Context: an optimization exercise on an open-source flow, tuned for small area. The choices shown serve that exercise and are no tape-out recipe. Only simulation tests tie the RTL to the original design; equivalence was not proved. Power is estimated from default activity; no workload was simulated.

$ cat config.mk
export PLATFORM = sky130hd
export DESIGN_NAME = enc_channel
export DESIGN_NICKNAME = enc_channel
export VERILOG_FILES = /design/flow/design.v
export SDC_FILE = /design/flow/constraint.sdc
export NUM_CORES = 4
export LEC_CHECK = 0
export ABC_AREA = 1
export CAP_MARGIN = 0
export CORE_MARGIN = 2
export CORE_UTILIZATION = 70
export SLEW_MARGIN = 0
$ cat constraint.sdc
create_clock -name core_clock -period 13.0 [get_ports {clk}]
set_input_delay 2.6000 -clock core_clock [delete_from_list [all_inputs] [get_ports {clk}]]
set_output_delay 2.6000 -clock core_clock [all_outputs]
set_load 0.01 [all_outputs]
$ cat design.v
module enc_filter (
    input  wire        clk,
    input  wire        rst,
    input  wire        line_in,    
    input  wire        hold,       
    input  wire [4:0]  filt,       
    output reg         level,      
    output wire        edge_now,   
    output reg  [4:0]  run_cnt     
);
    reg sync1, sync2;
    reg [5:0] run;
    reg [5:0] rc;
    reg [6:0] gc;                  
    integer i;
    always @(*) begin
        rc[0] = 1'b1;
        for (i = 0; i < 5; i = i + 1) begin
            run[i]  = run_cnt[i] ^ rc[i];
            rc[i+1] = run_cnt[i] & rc[i];
        end
        run[5] = rc[5];
        gc[0] = 1'b1;
        for (i = 0; i < 6; i = i + 1)
            gc[i+1] = (run[i] & ~(i < 5 ? filt[i] : 1'b0)) |
                      (gc[i] & (run[i] | ~(i < 5 ? filt[i] : 1'b0)));
    end
    wire diff = sync2 ^ level;
    assign edge_now = !hold && diff && gc[6];
    always @(posedge clk) begin
        if (rst) begin
            sync1   <= 1'b0;
            sync2   <= 1'b0;
            level   <= 1'b0;
            run_cnt <= 5'd0;
        end else begin
            sync1 <= line_in;
            sync2 <= sync1;
            if (hold || !diff || edge_now)
                run_cnt <= 5'd0;
            else
                run_cnt <= run[4:0];
            if (edge_now)
                level <= sync2;
        end
    end
endmodule
module enc_line_det (
    input  wire clk,
    input  wire rst,
    input  wire run_en,      
    input  wire low_in,      
    output wire fault,       
    output wire fault_new,   
    output wire fault_ev     
);
    reg       sync1, sync2;
    reg [7:0] cnt;
    wire run = run_en && sync2;
    assign fault     = run && (cnt[7:3] == 5'd25);    
    assign fault_new = run && (cnt == 8'd200);
    assign fault_ev  = (cnt == 8'd201);
    wire [7:0] cnt_inc;
    enc_incdec #(.W(8), .B(8)) u_inc (.a(cnt), .ci(cnt != 8'd202), .dn(1'b0),
                                      .s(cnt_inc), .co());
    always @(posedge clk) begin
        if (rst || !run)
            cnt <= 8'd0;
        else
            cnt <= cnt_inc;
        if (rst) begin
            sync1 <= 1'b0;
            sync2 <= 1'b0;
        end else begin
            sync1 <= low_in;
            sync2 <= sync1;
        end
    end
endmodule
module enc_incdec #(
    parameter W = 32,
    parameter B = 16
) (
    input  wire [W-1:0] a,
    input  wire         ci,
    input  wire         dn,
    output wire [W-1:0] s,
    output wire         co
);
    wire [W-1:0] t = a ^ {W{dn}};    
    wire [W:0]   c;
    assign c[0] = ci;
    genvar i;
    generate
        for (i = 0; i < W; i = i + 1) begin : g_bit
            if (i > 0 && i % B == 0) begin : g_la
                assign c[i] = ci & (&t[i-1:0]);
            end else if (i > 0) begin : g_rp
                assign c[i] = c[i-1] & t[i-1];
            end
            assign s[i] = a[i] ^ c[i];
        end
    endgenerate
    assign co = ci & (&t);
endmodule
module enc_sub #(
    parameter W = 25,
    parameter B = 6
) (
    input  wire [W-1:0] a,
    input  wire [W-1:0] b,
    input  wire         ci,
    output wire [W:0]   s
);
    wire [W-1:0] nb = ~b;
    wire [W-1:0] p  = a ^ nb;
    wire [W-1:0] g  = a & nb;
    wire [W:0]   c;
    assign c[0] = ci;
    genvar i, k;
    generate
        for (i = 0; i < W; i = i + 1) begin : g_bit
            if (i > 0 && i % B == 0) begin : g_la
                wire [B:0] q;
                assign q[0] = 1'b0;
                for (k = 0; k < B; k = k + 1) begin : g_q
                    assign q[k+1] = g[i-B+k] | (p[i-B+k] & q[k]);
                end
                assign c[i] = q[B] | ((&p[i-1:i-B]) & c[i-B]);
            end else if (i > 0) begin : g_rp
                assign c[i] = g[i-1] | (p[i-1] & c[i-1]);
            end
            assign s[i] = p[i] ^ c[i];
        end
    endgenerate
    assign s[W] = ~(g[W-1] | (p[W-1] & c[W-1]));
endmodule
module enc_channel (
    input  wire        clk,
    input  wire        rst,             
    input  wire        a_in,            
    input  wire        b_in,
    input  wire        z_in,
    input  wire        a_low,           
    input  wire        b_low,
    input  wire        z_low,
    input  wire        en,              
    input  wire [1:0]  cfg_decode,      
    input  wire        cfg_invert,
    input  wire        cfg_z_en,
    input  wire        cfg_z_pol,
    input  wire        cfg_idx_check,
    input  wire        cfg_line_det,
    input  wire [7:0]  cfg_idx_tol,
    input  wire [4:0]  filt_a,          
    input  wire [4:0]  filt_b,
    input  wire [4:0]  filt_z,
    input  wire [24:0] rev_count,       
    input  wire [23:0] idx_exp,         
    input  wire [5:0]  flt_clr,         
    input  wire        cnt_clr,         
    output reg  [23:0] pos,             
    output reg  [31:0] rev,             
    output reg  [31:0] raw,             
    output reg  [31:0] qerr,            
    output reg  [23:0] idx_cap,         
    output reg  [31:0] idx_cnt,         
    output reg  [63:0] edge_till,       
    output reg  [31:0] edge_dt,         
    output reg  [5:0]  flt,             
    output reg         untrusted,       
    output reg         dir,
    output reg         hyst,
    output reg         ev_qburst,       
    output reg  [1:0]  ev_index,        
    output wire [2:0]  ev_line          
);
    localparam [17:0] WINDOW_M1 = 18'd199999;    
    integer i;
    reg  [63:0] till;
    wire [63:0] till_inc;
    enc_incdec #(.W(64), .B(16)) u_till (.a(till), .ci(1'b1), .dn(1'b0), .s(till_inc), .co());
    always @(posedge clk) begin
        if (rst) till <= 64'd0;
        else     till <= till_inc;
    end
    reg en_q;
    always @(posedge clk) begin
        if (rst) en_q <= 1'b0;
        else     en_q <= en;
    end
    wire start  = en && !en_q;         
    wire active = en && en_q;          
    wire clr    = rst || start;
    wire line_run = en && cfg_line_det;
    wire la_fault, lb_fault, lz_fault;
    wire la_new, lb_new, lz_new;
    enc_line_det u_lda (.clk(clk), .rst(rst), .run_en(line_run), .low_in(a_low),
                        .fault(la_fault), .fault_new(la_new), .fault_ev(ev_line[0]));
    enc_line_det u_ldb (.clk(clk), .rst(rst), .run_en(line_run), .low_in(b_low),
                        .fault(lb_fault), .fault_new(lb_new), .fault_ev(ev_line[1]));
    enc_line_det u_ldz (.clk(clk), .rst(rst), .run_en(line_run), .low_in(z_low),
                        .fault(lz_fault), .fault_new(lz_new), .fault_ev(ev_line[2]));
    wire       lev_a, lev_b, lev_z;
    wire       e_a, e_b, e_z;
    wire [4:0] rc_a, rc_b, rc_z;
    enc_filter u_fa (.clk(clk), .rst(rst), .line_in(a_in), .hold(la_fault), .filt(filt_a),
                     .level(lev_a), .edge_now(e_a), .run_cnt(rc_a));
    enc_filter u_fb (.clk(clk), .rst(rst), .line_in(b_in), .hold(lb_fault), .filt(filt_b),
                     .level(lev_b), .edge_now(e_b), .run_cnt(rc_b));
    enc_filter u_fz (.clk(clk), .rst(rst), .line_in(z_in), .hold(lz_fault), .filt(filt_z),
                     .level(lev_z), .edge_now(e_z), .run_cnt(rc_z));
    wire illegal = active && e_a && e_b;
    reg cnt_edge;      
    reg cnt_rev;       
    always @(*) begin
        cnt_edge = 1'b0;
        cnt_rev  = 1'b0;
        if (active && e_a && !e_b) begin
            case (cfg_decode)
                2'b00: begin
                    cnt_edge = !lev_b;
                    cnt_rev  = lev_a;            
                end
                2'b01, 2'b10: begin
                    cnt_edge = 1'b1;
                    cnt_rev  = (!lev_a) == lev_b;
                end
                default: cnt_edge = 1'b0;
            endcase
        end else if (active && e_b && !e_a) begin
            if (cfg_decode == 2'b10) begin
                cnt_edge = 1'b1;
                cnt_rev  = (!lev_b) != lev_a;
            end
        end
        cnt_rev = cnt_rev ^ cfg_invert;
    end
    wire [4:0] cnt_age = e_a ? rc_a : rc_b;
    reg  [4:0] st_lo;
    reg  [5:0] st_bw;
    always @(*) begin
        st_bw[0] = 1'b0;
        for (i = 0; i < 5; i = i + 1) begin
            st_lo[i]   = till[i] ^ cnt_age[i] ^ st_bw[i];
            st_bw[i+1] = (~till[i] & cnt_age[i]) | (st_bw[i] & ~(till[i] ^ cnt_age[i]));
        end
    end
    wire [58:0] st_hi;
    enc_incdec #(.W(59), .B(16)) u_sthi (.a(till[63:5]), .ci(st_bw[5]), .dn(1'b1),
                                         .s(st_hi), .co());
    wire [63:0] cnt_stamp = {st_hi, st_lo};
    reg dir_valid;            
    wire absorbed = cnt_edge && dir_valid && (cnt_rev != dir);
    wire counted  = cnt_edge && !absorbed;
    wire        pos_zero = (pos == 24'd0);
    wire        rev_wrap = counted && cnt_rev && pos_zero;
    wire [23:0] pos_op   = pos | ({24{rev_wrap}} & rev_count[23:0]);
    wire [23:0] pos_step;
    wire        pos_co;
    enc_incdec #(.W(24), .B(8)) u_pos (.a(pos_op), .ci(counted), .dn(cnt_rev),
                                       .s(pos_step), .co(pos_co));
    wire        fwd_wrap = counted && !cnt_rev && ({pos_co, pos_step} == rev_count);
    wire [23:0] pos_next = fwd_wrap ? 24'd0 : pos_step;
    wire        rev_step = fwd_wrap || rev_wrap;
    wire [31:0] rev_next, raw_next;
    enc_incdec #(.W(32), .B(16)) u_rev (.a(rev), .ci(rev_step), .dn(cnt_rev),
                                        .s(rev_next), .co());
    enc_incdec #(.W(32), .B(16)) u_raw (.a(raw), .ci(cnt_edge), .dn(cnt_rev),
                                        .s(raw_next), .co());
    wire [31:0] qerr_next;
    enc_incdec #(.W(32), .B(16)) u_qerr (.a(qerr), .ci(illegal && !(&qerr)), .dn(1'b0),
                                         .s(qerr_next), .co());
    reg  [32:0] dt_age;
    wire [32:0] dt_age_inc;
    enc_incdec #(.W(33), .B(11)) u_dta (.a(dt_age), .ci(!(dt_age[32] && dt_age[5])), .dn(1'b0),
                                        .s(dt_age_inc), .co());
    reg  [5:0] age_p1;
    reg  [5:0] ap_c;
    reg  [4:0] dt_lo;
    reg  [5:0] dt_bw;
    always @(*) begin
        ap_c[0] = 1'b1;
        for (i = 0; i < 5; i = i + 1) begin
            age_p1[i] = cnt_age[i] ^ ap_c[i];
            ap_c[i+1] = cnt_age[i] & ap_c[i];
        end
        age_p1[5] = ap_c[5];
        dt_bw[0] = 1'b0;
        for (i = 0; i < 5; i = i + 1) begin
            dt_lo[i]   = dt_age[i] ^ cnt_age[i] ^ dt_bw[i];
            dt_bw[i+1] = (~dt_age[i] & cnt_age[i]) | (dt_bw[i] & ~(dt_age[i] ^ cnt_age[i]));
        end
    end
    wire [27:0] dt_hi;
    wire        dt_neg;
    enc_incdec #(.W(28), .B(14)) u_dthi (.a(dt_age[32:5]), .ci(dt_bw[5]), .dn(1'b1),
                                         .s(dt_hi), .co(dt_neg));
    wire [31:0] dt_sat = dt_neg ? 32'd0 : dt_hi[27] ? 32'hFFFF_FFFF : {dt_hi[26:0], dt_lo};
    wire z_edge = active && e_z && cfg_z_en && (lev_z == cfg_z_pol);   
    wire [31:0] idx_inc;
    enc_incdec #(.W(32), .B(16)) u_icnt (.a(idx_cnt), .ci(z_edge && !(&idx_cnt)), .dn(1'b0),
                                         .s(idx_inc), .co());
    reg idx_pend;
    wire [24:0] d_sgn;
    enc_sub #(.W(24), .B(6)) u_dsub (.a(idx_cap), .b(idx_exp), .ci(1'b1), .s(d_sgn));
    wire        d_s = d_sgn[24];
    wire [23:0] d_u = d_sgn[23:0] ^ {24{d_s}};
    wire [25:0] d_w;
    enc_sub #(.W(25), .B(5)) u_dwrap (.a(rev_count), .b({1'b0, d_u}), .ci(!d_s), .s(d_w));
    reg [24:0] m1_c;          
    reg [8:0]  m2_c;          
    always @(*) begin
        m1_c[0] = d_s;
        for (i = 0; i < 24; i = i + 1)
            m1_c[i+1] = (d_u[i] & ~(i < 8 ? cfg_idx_tol[i] : 1'b0)) |
                        (m1_c[i] & (d_u[i] | ~(i < 8 ? cfg_idx_tol[i] : 1'b0)));
        m2_c[0] = 1'b0;
        for (i = 0; i < 8; i = i + 1)
            m2_c[i+1] = (d_w[i] & ~cfg_idx_tol[i]) | (m2_c[i] & (d_w[i] | ~cfg_idx_tol[i]));
    end
    wire mismatch = idx_pend && cfg_idx_check && m1_c[24] && (m2_c[8] || (d_w[24:8] != 17'd0));
    reg  [24:0] mv_mag;
    reg         mv_neg;
    wire track_missing = cfg_z_en && cfg_idx_check;
    wire mv_zero = (mv_mag == 25'd0);
    wire mv_ci   = track_missing && counted;
    wire [24:0] mv_step;
    enc_incdec #(.W(25), .B(13)) u_mv (.a(mv_mag), .ci(mv_ci), .dn(!mv_zero && (mv_neg != cnt_rev)),
                                       .s(mv_step), .co());
    reg [27:0] ms_x, ms_y;
    reg [28:0] ms_c;
    reg        ms_a, ms_b, ms_g;
    always @(*) begin
        ms_y[0] = 1'b1;
        for (i = 0; i < 27; i = i + 1) begin
            ms_a = (i >= 2) ? mv_mag[i-2] : 1'b0;
            ms_b = ~((i < 25) ? rev_count[i] : 1'b0);
            ms_g = ~((i >= 2 && i < 27) ? rev_count[i-2] : 1'b0);
            ms_x[i]   = ms_a ^ ms_b ^ ms_g;
            ms_y[i+1] = (ms_a & ms_b) | (ms_a & ms_g) | (ms_b & ms_g);
        end
        ms_x[27] = 1'b0;
        ms_c[0] = 1'b1;
        for (i = 0; i < 28; i = i + 1)
            ms_c[i+1] = (ms_x[i] & ms_y[i]) | (ms_c[i] & (ms_x[i] | ms_y[i]));
    end
    wire missing = active && track_missing && ms_c[28];
    reg  [17:0] ill_r0, ill_r1, ill_r2;
    reg  [1:0]  ill_p;
    wire live0 = (ill_r0 != 18'd0);
    wire live1 = (ill_r1 != 18'd0);
    wire live2 = (ill_r2 != 18'd0);
    wire live_old = ill_p[1] ? live2 : ill_p[0] ? live1 : live0;
    wire live_new = ill_p[1] ? live1 : ill_p[0] ? live0 : live2;
    wire burst = illegal && live_old;
    wire ld0 = illegal && (ill_p == 2'd0);
    wire ld1 = illegal && (ill_p == 2'd1);
    wire ld2 = illegal && ill_p[1];
    wire [17:0] r0_dec, r1_dec, r2_dec;
    enc_incdec #(.W(18), .B(9)) u_r0 (.a(ill_r0), .ci(live0), .dn(1'b1), .s(r0_dec), .co());
    enc_incdec #(.W(18), .B(9)) u_r1 (.a(ill_r1), .ci(live1), .dn(1'b1), .s(r1_dec), .co());
    enc_incdec #(.W(18), .B(9)) u_r2 (.a(ill_r2), .ci(live2), .dn(1'b1), .s(r2_dec), .co());
    wire [5:0] flt_set  = {missing, mismatch, lz_new, lb_new, la_new, burst};
    wire [5:0] flt_next = (flt & ~flt_clr) | flt_set;
    wire quiet = !illegal && !live_new;
    wire untrusted_set = burst || la_new || lb_new;
    wire untrusted_clr = (flt_next[2:0] == 3'b000) && quiet;
    always @(posedge clk) begin
        dt_age <= counted ? {27'd0, age_p1} : dt_age_inc;
        if (rst) begin
            idx_cnt   <= 32'd0;
            flt       <= 6'd0;
            ev_qburst <= 1'b0;
            ev_index  <= 2'd0;
        end else begin
            flt       <= flt_next;
            ev_qburst <= burst;
            ev_index  <= {missing, mismatch};
            idx_cnt   <= cnt_clr ? {31'd0, z_edge} : idx_inc;
        end
        if (clr) begin
            pos       <= 24'd0;
            rev       <= 32'd0;
            raw       <= 32'd0;
            qerr      <= 32'd0;
            idx_cap   <= 24'd0;
            edge_till <= 64'd0;
            edge_dt   <= 32'hFFFF_FFFF;
            dir       <= 1'b0;
            hyst      <= 1'b0;
            dir_valid <= 1'b0;
            mv_mag    <= 25'd0;
            idx_pend  <= 1'b0;
            ill_r0    <= 18'd0;
            ill_r1    <= 18'd0;
            ill_r2    <= 18'd0;
            ill_p     <= 2'd0;
        end else begin
            pos  <= pos_next;
            rev  <= rev_next;
            raw  <= raw_next;
            qerr <= qerr_next;
            if (cnt_edge) begin
                dir  <= cnt_rev;
                hyst <= absorbed;
            end
            if (counted) begin
                dir_valid <= 1'b1;
                edge_till <= cnt_stamp;
                edge_dt   <= dir_valid ? dt_sat : 32'hFFFF_FFFF;
            end
            idx_pend <= z_edge;
            if (z_edge)
                idx_cap <= pos_next;
            if (z_edge || missing)
                mv_mag <= 25'd0;
            else
                mv_mag <= mv_step;
            if (mv_ci && mv_zero)
                mv_neg <= cnt_rev;
            ill_r0 <= ld0 ? WINDOW_M1 : r0_dec;
            ill_r1 <= ld1 ? WINDOW_M1 : r1_dec;
            ill_r2 <= ld2 ? WINDOW_M1 : r2_dec;
            if (illegal)
                ill_p <= ill_p[1] ? 2'd0 : ill_p + 2'd1;
        end
        if (rst)
            untrusted <= 1'b0;
        else if (start || untrusted_set)
            untrusted <= untrusted_set;
        else if (untrusted_clr)
            untrusted <= 1'b0;
    end
endmodule
$ cat flow/run.sh
#!/bin/bash
# The standard layout, with buf_1 port buffers and a clock tree of
# clkbuf_8 leaves without dummy loads. Each step's log is in orfs/logs/.
set -euo pipefail
export BUFFER_PORTS_ARGS="-buffer_cell sky130_fd_sc_hd__buf_1"
export CTS_ARGS="-sink_clustering_enable -repair_clock_nets -dont_use_dummy_load -buf_list sky130_fd_sc_hd__clkbuf_8 -sink_clustering_size 16 -sink_clustering_max_diameter 80"
bash standard.sh > standard.log 2>&1
$ cat standard.sh
#!/bin/bash
# synth_recipe.tcl (not shown) runs the flow's synth.tcl, then flattens the netlist and writes it again
# the make line also repeats each setting of config.mk as NAME=value (left out here)
make -C /OpenROAD-flow-scripts/flow DESIGN_CONFIG=/design/flow/config.mk WORK_HOME=/design/flow/orfs CLKGATE_MAP_FILE= SYNTH_SCRIPT=/design/flow/synth_recipe.tcl "${@:-finish}"
==> summary.md, run 1 <==
| Metric | Value |
|---|---|
| Final #Nets | around 4,500 |
| Vias in the first global route | ~25,000 |
| CTS root buffer | clkbuf_8 |
| Total wire length | between 70 and 80 mm |
| Crit path largest cell delay | around 0.43 ns |
| Crit Path Class | in -> reg |
| TritonRoute pass-1 iters | 6 |
| Part of the cycle the worst path needs | between 80% and 90% |
| Site row count | between 70 and 80 |
| Die height | 209 µm |
| Util after Layout | 75.9% |
| CP arrival | between 10 and 15 ns |
| Max Cap Viol | 0 |
| Place WS | between 1 and 1.5 ns |
| Peak supply drop | between 0.00008 and 0.00009 V |
| Clock Sinks | 520 |
| Hpwl dp | around 58 mm |
| Area of the multi-input gates | roughly 16,000 µm² |
| Fill cells | between 3,000 and 4,000 |
| Top cell type's share of synthesized area | 35.3% |
| Startpoint types | input port |
| WP buf/inv | 4 |
| RSZ-0062 raised after global routing | no |
| CP max-delay cell | fa_1 |
| Total gr overflow | 0 |
| Worst Setup Slack, final | between 1.5 and 2 ns |
| Yosys reg bits | 520 |
| Hold Path Class | reg -> reg |
| Most common cell after layout, fill and taps aside | inv_1 |
| Synth Flop Type | dfxtp_1 |
| Cts-stage hold buffer count | 0 |
| Netlist Area Pre-Place | between 20,000 and 30,000 µm² |
| Initial Util | between 70% and 80% |
| Switching Share | a little under a third |
| Actual slew at the worst max-slew pin | between 1 and 1.5 ns |
| DRT iter0 DRCs | between 1,500 and 2,000 |
| Synthesized Nets | between 4,000 and 5,000 |
| Post-synthesis cell type count | 72 |
| Clock latency on the worst-skew pair | ~0.65 ns |
| Die W | 209 µm |
| FF+latch area | about 10,000 µm² |
| Setup TNS | 0 ns |
| DRT antenna net count | 0 |
| Slew margin rel. | between 10% and 20% |
| Hold Violations, Final | 0 |
| Combinational Power Share | approximately a quarter |
| Residual DRC | 0 |
| H-tree Lvls | 2 |
| FMAX | between 0.08 and 0.09 GHz |
| Finish-stage setup viols | 0 |
| Crit-path max FO | 23 |
| Core ar. | between 40,000 and 50,000 µm² |
| Antenna violations before repair | 15 |
| Synth Area per Inst | approximately 8.0 µm² |
| IO Pins | approximately 380 |
| Post-CTS Resized | 0 |
| Placement Cell Area | 31,200 µm² |
| Top post-synthesis cells by area | dfxtp_1 35%, ha_1 15%, inv_1 8.3% |
| Area leader, netlist | dfxtp_1 |
| Post-layout instance area | 31,700 µm² |
| Post-synth EDFFs | 1 |
| Required time worst endpoint | 13.47 ns |
| Area growth syn-to-layout | 7.72% |
| Num CTS Buffers | 38 |
| WL/cell | approximately 16 µm |
| Most frequent cells in the layout | 648 x inv_1, 519 x dfxtp_1, 447 x nand2_1, 435 x nor2_1, 380 x buf_1 |
| Setup Buffers After CTS | 0 |
| Run status | no timing/DRC/antenna violations |
| Seq/Total Area, Yosys | a little over a third |
| Share of cells above drive strength 1 | 3.66% |
| Pwr Density | approximately 110 nW/µm² |
| Max Root-Sink Buffers | 3 |
| Clock share of power | between 20 and 25% |
| TritonCTS clock tree | done |
| Warnings, synthesis | 3 |
| Cells after synthesis | 3,695 |
| Final Skew | roughly 0.074 ns |
| Final Max Tran Viols | 0 |
| CP delay by family, top | adder cells |
| Global-route wire length before repair | between 100 and 150 mm |
| Die ar. | approximately 44,000 µm² |
| IO buf count | between 300 and 400 |
| NetSw | between 1 and 1.5 mW |
| Most common cell on crit path | fa_1 |
| Via density | ~5.6 |
| Asr flop ratio synth | 0% |
| Via count | ~25,000 |
| Worst Setup End Kind | register |
| Global Route Usage Sum | 33.7% |
| Reg power frac | 51.8% |
| Clock-pin slew on the worst setup and hold paths | approximately 0.1 ns |
| Fin crit period | 11.38 ns |
| Largest net degree at the start of global routing | between 80 and 90 |
| GP Congestion | 0.964 |
| Leak | roughly 14 nW |
| P_int | roughly 2.3 mW |
routing by layer:
metal | up-vias | global-route usage (%) | wire [µm]
met4 | 12 | 16.6 | 3620
met2 | 678 | 61.7 | 37400
met1 | 11900 | 38.8 | 30100
li1 | 12500 | - | -
met5 | - | 0 | 80
met3 | 219 | 4.19 | 3310
state kept, by name, indices dropped and copies added (netlist names), 24 cells and up:
name	count
qerr	32
edge_till	64
pos	24
idx_cnt	32
rev	32
till	64
idx_cap	24
dt_age	33
mv_mag	25
raw	32
edge_dt	32
cell families (layout without fill, tap and decap cells):
kind of cell               after synthesis  in the layout  share of synthesized area [%]
and+or+nand+nor                       1264           1264                           19.8
adders and majority gates              430            430                           20.0
AOI/OAI and AO/OA                      569            569                           10.4
DFF                                    520            520                           35.4
other                                    0              9                              0
xor gates and xnor gates               138            138                           4.30
buffers and inverters                  774           1092                           10.1
path summary, 6_finish.rpt:
path | slack, ns | cells after the start | startpoint | end
max | 1.62 | 42 | idx_exp[0] | flt[4]
min | 0.40 | 2 | u_ldz.sync1 | u_ldz.sync2
max reg2reg | 3.36 | 40 | idx_cap[0] | flt[4]
min reg2reg | 0.40 | 2 | u_ldz.sync1 | u_ldz.sync2
synthesized netlist by cell type, types with 40 or more instances:
master      n
inv_1     650
dfxtp_1   519
nand2_1   449
nor2_1    435
ha_1      361
a21oi_1   265
o21ai_0   233
nand3_1   126
xor2_1     93
nand4_1    88
clkbuf_1   82
fa_1       69
nor4_1     42
xnor2_1    40
power groups by stage:
| stage | combinational (mW) | sequential, mW | clock [mW] |
|---|---|---|---|
| floorplan | 0.658 | 1.80 | 0 |
| global placement | 0.807 | 1.81 | 0 |
| detailed placement | 0.887 | 1.82 | 0 |
| CTS | 0.894 | 1.78 | 0.778 |
| global route | 1.05 | 1.79 | 0.825 |
| finish | 0.889 | 1.78 | 0.766 |
worst register-to-register path: cells and delay by family (launching register included):
family                     cells  cell delay, ns
xor gates and xnor gates       1            0.13
AOI/OAI and AO/OA             18            2.99
DFF                            1            0.40
and+or+nand+nor                7            0.87
buffers and inverters          2            0.52
adders and majority gates     12            4.54
layout make-up:
type	instances	area share (%)
clock buffers	38	1.65
multi-input cells	2401	50.7
repair buffers	391	4.76
diodes	9	0.0710
flip-flops and latches	520	32.9
well taps	539	2.13
inverters	663	7.86
metrics by stage:
step                      cells  power (mW)  hold WS, ns
after floorplan            3695        2.45        0.388
after global placement     4514        2.62        0.392
after detailed placement   4514        2.70        0.401
after CTS                  4552        3.45        0.406
after global routing       4560        3.66        0.420
final                      4561        3.43        0.402
==> run 2, diff against run 1 <==
==> flow/run.sh (replaced) <==
#!/bin/bash
# The standard layout, with buf_1 port buffers and a clock tree of
# clkbuf_16 leaves without dummy loads. Each step's log is in orfs/logs/.
set -euo pipefail
export BUFFER_PORTS_ARGS="-buffer_cell sky130_fd_sc_hd__buf_1"
export CTS_ARGS="-sink_clustering_enable -repair_clock_nets -dont_use_dummy_load -buf_list sky130_fd_sc_hd__clkbuf_16 -sink_clustering_size 30 -sink_clustering_max_diameter 100"
bash standard.sh > standard.log 2>&1
--- a/config.mk
+++ b/config.mk
@@ -6,7 +6,7 @@
 export NUM_CORES = 4
 export LEC_CHECK = 0
 export ABC_AREA = 1
-export CAP_MARGIN = 0
+export CAP_MARGIN = 20
 export CORE_MARGIN = 2
 export CORE_UTILIZATION = 70
-export SLEW_MARGIN = 0
+export SLEW_MARGIN = 20
==> run 2 against run 1 <==
First-iteration DRC count is 4.5% lower. Still clean on timing, DRC and antenna. Synthesized cell count stayed put. Die area stayed put. Highest routed layer unchanged. Worst setup slack worse by 0.098 ns. Routed wire length is 0.72% lower. Global-route usage is 0.33 points lower. Flip-flop and latch count stayed put.
==> summary.md, run 2 <==
| Metric | Value |
|---|---|
| Run status | no timing/DRC/antenna violations |
| Global routing usage on met3 | 3.88% |
| Largest registers | edge_till: 64 flops, till: 64 flops, dt_age: 33 flops |
| Yosys reg bits | 520 |
| Num CTS Buffers | 22 |
| Crit Path Class | in -> reg |
| Antenna violations before repair | 12 |
| Max Cap Viol | 0 |
| Seq/Total Area, Yosys | 35.4% |
| Top post-synthesis cells by area | dfxtp_1 35%, ha_1 15%, inv_1 8.3% |
| Synth Area per Inst | between 7 and 8 µm² |
| Most common cell on crit path | fa_1 |
| CP arrival | between 10 and 15 ns |
| Post-synthesis cell type count | between 70 and 80 |
| Share of cells above drive strength 1 | between 3 and 4% |
| Synth Area in Simple Gates | about a fifth |
| Leak | 14.1 nW |
| R2r worst-path depth | 40 |
| Crit path largest cell delay | 0.43 ns |
| Largest net degree at the start of global routing | 89 |
| Area leader, netlist | dfxtp_1 |
| Core ar. | between 40,000 and 50,000 µm² |
| Asr flop ratio synth | 0% |
| TritonRoute pass-1 iters | 6 |
| Global Route Usage Sum | roughly 33% |
| CP delay by family, top | adder cells |
| Worst Setup EP | flt[4] |
| Global-route wire length before repair | approximately 120 mm |
| CP startpoint | idx_exp[0] |
| RSZ-0062 raised after global routing | no |
| Reg2reg setup slack | roughly 3.3 ns |
| Cells after synthesis | about 3,700 |
| Part of the cycle the worst path needs | just under 90% |
| Vias in the first global route | 25,000 |
| TritonCTS clock tree | done |
| Die W | ~210 µm |
| Top cell type's share of synthesized area | approximately a third |
| Clock-pin slew on the worst setup and hold paths | between 0.1 and 0.15 ns |
| Required time worst endpoint | 13.39 ns |
| Hold Path Origin | u_ldz.sync1 |
| Slew margin rel. | 24.5% |
| Post-synth EDFFs | 1 |
| Multiplexer area fraction after synthesis | 0% |
| Main combinational cell family by area after synthesis | adder cells |
| Die height | between 200 and 250 µm |
| Synth Area in Adders | between 20% and 30% |
| Total wire length | around 74 mm |
| Hold Path Class | reg -> reg |
| Synthesized Nets | 4,220 |
| Actual slew at the worst max-slew pin | around 1.1 ns |
| Fill cells | around 3,200 |
| Residual DRC | 0 |
| Setup Buffers After CTS | 0 |
| Util after Layout | 76.0% |
| Warnings, synthesis | 3 |
| Finish-stage setup viols | 0 |
| Count leader, synth | inv_1 |
| Max Root-Sink Buffers | 3 |
| Worst Setup End Kind | register |
| DRT iter0 DRCs | about 1,600 |
| Hpwl dp | approximately 58 mm |
| Grt peak-use layer | met2 |
| XOR/XNOR share of the synthesized area | 4.30% |
| IO Pins | roughly 380 |
| Crit-path max FO | 23 |
| H-tree Lvls | 1 |
| Synth Flop Type | dfxtp_1 |
| FMAX | about 0.087 GHz |
| Area growth syn-to-layout | 7.84% |
| Worst r2r src | idx_cap[0] |
| Clock latency on the worst-skew pair | roughly 0.59 ns |
| CTS root buffer | clkbuf_16 |
| Startpoint types | input port |
| Netlist Area Pre-Place | 29,400 µm² |
| CP max-delay cell | fa_1 |
| Peak supply drop | roughly 0.00011 V |
| Via count | between 20,000 and 30,000 |
| WP buf/inv | 4 |
| DRT antenna net count | 0 |
| Site row count | 75 |
| Post-CTS Resized | 0 |
| Setup TNS | 0 ns |
| Fin crit period | approximately 11 ns |
| Final Max Tran Viols | 0 |
| Met2 Use GR | about three fifths |
| Final #Nets | around 4,500 |
| Hold Violations, Final | 0 |
| Cts-stage hold buffer count | 0 |
| Most frequent cells in the layout | 648 x inv_1, 519 x dfxtp_1, 447 x nand2_1, 435 x nor2_1, 380 x buf_1 |
| Most common cell after layout, fill and taps aside | inv_1 |
| Most instantiated cells after synthesis | 650 x inv_1, 519 x dfxtp_1, 449 x nand2_1, 435 x nor2_1, 361 x ha_1 |
| WP depth | 42 |
| WL/cell | 16.3 µm |
| Pwr Density | roughly 110 nW/µm² |
| Clock Sinks | between 500 and 600 |
| Final Skew | just under 0.08 ns |
| Total gr overflow | 0 |
| Via density | 5.56 |
| Worst R2R End | flt[4] |
| IO buf count | 381 |
| Synth Area in Compound Gates | between 10 and 15% |
| Die ar. | 43,700 µm² |
| GP Congestion | a little under 1 |
| Initial Util | between 70% and 80% |
| GR Util met1 | between 30% and 40% |
run 2: cell counts after synthesis:
No cell type changed its count.
run 2: worst min path at each step:
stage | endpoint | slack [ns] | cells past startpoint
global route | u_ldz.sync2 | 0.42 | 2
detailed placement | u_ldz.sync2 | 0.40 | 2
global placement | u_fa.sync2 | 0.39 | 2
floorplan | u_fa.sync2 | 0.39 | 2
CTS | u_ldz.sync2 | 0.42 | 2
finish | u_ldz.sync2 | 0.40 | 2
run 2: cell families after synthesis:
kind of cell / Yosys count
adder cells (fa/ha/maj): 430
AO/OA/AOI/OAI: 569
XOR/XNOR: 138
flip-flops: 520
AND/OR/NAND/NOR: 1264
buffers and inverters: 774
run 2: layer usage:
| metal | wire length [µm] | part of all wire [%] |
|---|---|---|
| met2 | 36500 | 49 |
| met1 | 29900 | 40 |
| met5 | 62 | 0.084 |
| met4 | 4070 | 5.5 |
| met3 | 3340 | 4.5 |
run 2: stage by stage:
step	setup slack [ns]	hold slack (ns)	instances	area, µm²	power [mW]
6_report	1.53	0.403	4545	31700	3.46
2_1_floorplan	1.97	0.388	3695	29400	2.45
5_1_grt	0.864	0.423	4542	31700	3.69
3_3_place_gp	1.25	0.392	4514	31200	2.62
4_1_cts	1.61	0.415	4537	31700	3.48
3_5_place_dp	1.03	0.401	4515	31200	2.70
run 2: report_power, final:
part	total [mW]	leakage [nW]	switching [mW]	internal [mW]
combinational	0.887	9.64	0.518	0.370
clock	0.793	0.271	0.487	0.306
sequential	1.78	4.21	0.0645	1.71
run 2: layout make-up:
type | instances | area (µm²) | share of cell area, %
Clock buffer | 22 | 551 | 1.73
Tap cell | 539 | 674 | 2.12
Antenna cell | 8 | 20.0 | 0.0631
Sequential cell | 520 | 10400 | 32.8
Inverter | 663 | 2490 | 7.85
Multi-Input combinational cell | 2401 | 16100 | 50.6
Timing Repair Buffer | 392 | 1520 | 4.79
run 2: worst reg2reg max path, delay by kind of cell (launching register included):
family          cells  cell delay, ns
compound gates     18            3.02
fa+ha+maj          12            4.58
buf+inv             2            0.51
flops               1            0.36
xor+xnor            1            0.13
simple gates        7            0.86

[what the ideal ports hide]
How much do the figures lean on ideal ports? The routed layouts below were timed once more, with nothing changed but the port constraints. Step 1 assumes that a clkbuf_16 drives the clock port and a buf_2 every other input. Step 2, shift: input delay + t, output delay - t, t = (earliest + latest rising clock arrival at the registers) / 2. This alone moves slack from input paths to output paths. Slacks: ideal ports / drivers / drivers and shift; pairs: ideal ports / drivers.
run | t (ns) | setup WS [ns] | worst setup path after step 2 | clock arrival spread, ns | cell pins on the clock port's net
run 1 | 0.676 | 1.624 / 1.656 / 0.980 | input to register | 0.075 / 0.075 | 1
run 2 | 0.613 | 1.526 / 1.558 / 0.945 | input to register | 0.079 / 0.079 | 1
After both steps every run listed still meets setup and hold. The setup slack of run 1, which loses most, moves by +0.032 ns with the drivers and by -0.644 ns with both steps.
